This design comes from an exercise in tuning for small area, a short achievable clock period and few clock cycles on the open sky130 flow, not from production work. No activity file was given, so power comes from the tool's default toggle rates.

== old ==
## cle_xu
module cle_xu (
    input  wire        clk,
    input  wire        rst,           
    input  wire        in_valid,
    output reg         in_ready,
    input  wire [5:0]  in_op,
    input  wire [2:0]  in_sub,
    input  wire [4:0]  in_qs,         
    input  wire [31:0] in_a,
    input  wire [31:0] in_b,
    input  wire [31:0] in_c,
    output reg         out_valid,
    output reg  [31:0] out_result,
    output reg  [3:0]  out_flags,     
    output reg         out_pred
);
Size: ~150 I/O pins, ~0.087 sq mm of cells after synthesis.
Settings: LEC_CHECK=0, ABC_AREA=1, CAP_MARGIN=30, CORE_MARGIN=2, CORE_UTILIZATION=50, SLEW_MARGIN=30; clock period 32.0 ns.
standard.sh (not shown) runs the stock make flow with config.mk's settings and CLKGATE_MAP_FILE= SYNTH_SCRIPT=/design/flow/synth_recipe.tcl, a recipe that flattens the netlist after the stock synthesis.
==> flow/flow/run.sh <==
#!/bin/bash
set -uo pipefail
export SETUP_SLACK_MARGIN=24.4
export BUFFER_PORTS_ARGS="-buffer_cell sky130_fd_sc_hd__buf_2"
bash standard.sh > standard_flow.log 2>&1
The following lists how new was set up differently from old:
diff --git a/flow/design.v b/flow/design.v
--- a/flow/design.v
+++ b/flow/design.v
@@ -35,27 +35,26 @@
         qs0  <= in_qs;
         a0   <= in_a;
         b0   <= in_b;
         c0   <= in_c;
         v0   <= accept & ~rst;
     end
     wire o_add  = op0 == OP_ADD,  o_sub  = op0 == OP_SUB,  o_mul  = op0 == OP_MUL;
     wire o_mac  = op0 == OP_MAC,  o_msu  = op0 == OP_MSU,  o_accr = op0 == OP_ACCR;
     wire o_accw = op0 == OP_ACCW, o_abs  = op0 == OP_ABS,  o_neg  = op0 == OP_NEG;
     wire o_shv  = op0 == OP_SHV,  o_cmp  = op0 == OP_CMP,  o_clmp = op0 == OP_CLAMP;
     wire o_rate = op0 == OP_RATE, o_div  = op0 == OP_DIV,  o_mov  = op0 == OP_MOV;
     wire mulop = o_mul | o_mac | o_msu;
-    wire [63:0] pp_s, pp_c, prod;
+    wire [63:0] pp_s, pp_c;
     cle_xu_booth u_mul (.a(a0), .b(b0), .s(pp_s), .c(pp_c));
-    cle_xu_add #(64) u_cpa (.a(pp_s), .b(pp_c), .cin(1'b0), .s(prod), .cout());
     wire        negA  = o_neg | ((o_abs | o_div) & a0[31]);
     wire [32:0] ax    = {a0[31], a0};
     wire [32:0] bx    = {b0[31], b0};
     wire [32:0] cx33  = {c0[31], c0};
     wire [32:0] rl33  = b0[31] ? 33'd0 : {1'b0, b0};           
     wire [32:0] add_x = negA ? 33'd0 : o_rate ? cx33 : ax;
     wire [32:0] add_y = o_add ? bx : o_sub ? ~bx : negA ? ~ax : o_rate ? rl33 : 33'd0;
     wire [32:0] add_s;
     cle_xu_add #(33) u_adds (.a(add_x), .b(add_y), .cin(o_sub | negA), .s(add_s), .cout());
     wire [33:0] cx    = {{2{c0[31]}}, c0};
     wire [33:0] rl    = b0[31] ? 34'd0 : {2'b00, b0};
     wire [33:0] c_pl = {add_s[32], add_s};                   
@@ -168,52 +167,54 @@
             dv_cnt <= DIV_ITERS;
             dv_r   <= dv_eq ? 31'd0 : dv_r0[30:0];
             dv_q   <= {dw[15:0], 16'd0};
             dv_neg <= dneg;
             dv_top <= dv_eq;
         end else if (dv_busy) begin
             dv_cnt <= dv_cnt - 4'd1;
             dv_r   <= st2[32:2];
             dv_q   <= {dv_q[27:0], st1[1:0], st2[1:0]};
         end
     end
     reg        v1;
-    reg [63:0] s1;
-    reg [4:0]  qs1;
+    reg [63:0] s1, c1;
+    reg [4:0]  sh1;           
     reg [5:0]  k1;
-    reg        shen1, issub1, useacc1, wracc1, clr1, accr1, sat_en1;
+    reg        issub1, useacc1, wracc1, clr1, accr1, sat_en1;
     reg [1:0]  idx1;
     reg        satf1, pred1, div0f1;
     reg        dvc1;          
     always @(posedge clk) begin
         v1      <= ((v0 & ~dv_load) | dv_done) & ~rst;
         dvc1    <= dv_done;
         s1      <= dv_done ? {dv_y, 31'd0} :
-                   mulop   ? prod : {x_small, 31'd0};
-        qs1     <= qs0;
+                   mulop   ? pp_s : {x_small, 31'd0};
+        c1      <= (mulop & ~dv_done) ? pp_c : 64'd0;
+        sh1     <= (~dv_done & (o_mac | o_msu | o_accw)) ? {~qs0[4], qs0[3:0]} : 5'd16;
         k1      <= dv_done ? 6'd31 : k_a;
-        shen1   <= ~dv_done & (o_mac | o_msu | o_accw);
         issub1  <= ~dv_done & o_msu;
         useacc1 <= ~dv_done & (o_mac | o_msu | o_accr);
         wracc1  <= ~dv_done & (o_mac | o_msu | o_accw);
         clr1    <= ~dv_done & o_accr & sub0[2];
         accr1   <= ~dv_done & o_accr;
         sat_en1 <= dv_done | ~(o_mac | o_msu | o_accw);
         idx1    <= sub0[1:0];
         satf1   <= ~dv_done & (o_clmp | o_rate) & sub0[0] & (gt_hi | lt_lo);
         pred1   <= ~dv_done & o_cmp & cmp_res;
         div0f1  <= ~dv_done & o_div & dz;
     end
-    wire [63:0] p1 = {s1[63:31], s1[30] | (dvc1 & dv_c), s1[29:0]};
-    wire [4:0]  sh5    = shen1 ? {~qs1[4], qs1[3:0]} : 5'd16;
+    wire [63:0] p1;
+    cle_xu_add #(64) u_cpa (.a(s1), .b({c1[63:31], c1[30] | (dvc1 & dv_c), c1[29:0]}),
+                            .cin(1'b0), .s(p1), .cout());
+    wire [4:0]  sh5    = sh1;
     wire        psg    = p1[63];
     wire [64:0] ws0;
     wire [66:0] ws1;
     wire [70:0] ws2;
     wire [78:0] ws3;
     wire [89:15] w;
     generate
         for (g = 0; g <= 64; g = g + 1) begin : gw0
             if (g == 0)       assign ws0[g] = ~sh5[0] & p1[0];
             else if (g == 64) assign ws0[g] = psg;
             else              assign ws0[g] = sh5[0] ? p1[g - 1] : p1[g];
         end
Findings:
The final reports for new and old show portion of the clock cycle consumed by the worst path in the final layout lower in the former. new against old: tap cell count rose 30, final design instance area without fill saw a decrease, portion of the layout cell area used by clock cells went up. Between new and old, it is new whose final-layout clock buffer total is lower, by 2. Summary of new over old: global-route usage dropped 1.4 points, depth of the worst register-to-register path shows a reduction of 16, clock skew now sits lower, sequential share of cell area moved up. Number of nets in the finished design is lower on old. Total leakage power essentially unchanged between old and new. Summary — number of sequential cells in the layout, new relative to old: higher, by 62. Die boundary width, new vs old: up slightly.
No run of this note included a check of the RTL's function; only the layout flow was run.

what the ideal ports hide:
No port has a modelled driver above. Below, the same layouts with a new extraction and two added sets of constraints.
Step 1, drivers: a clkbuf_16 drives clk and a buf_2 each remaining input, both assumed.
Step 2 times the ports against the registers' clock, not the clock port: input delays grow and output delays shrink by t, the midpoint of the rising clock arrivals with the driver on.
a / b / c = no drivers / after step 1 / after step 2; a / b = the first two.
| run | shift t [ns] | setup WS [ns] | worst setup path at the end | clock arrival spread, ns | slew at the worst register clock pin (ns) |
|---|---|---|---|---|---|
| old | 0.882 | 24.153 / 24.153 / 24.153 | register to register | 0.118 / 0.118 | 0.09 / 0.09 |
| new | 0.867 | 24.324 / 24.228 / 24.344 | register to register | 0.087 / 0.087 | 0.07 / 0.07 |
After both steps every run listed still meets setup and hold.
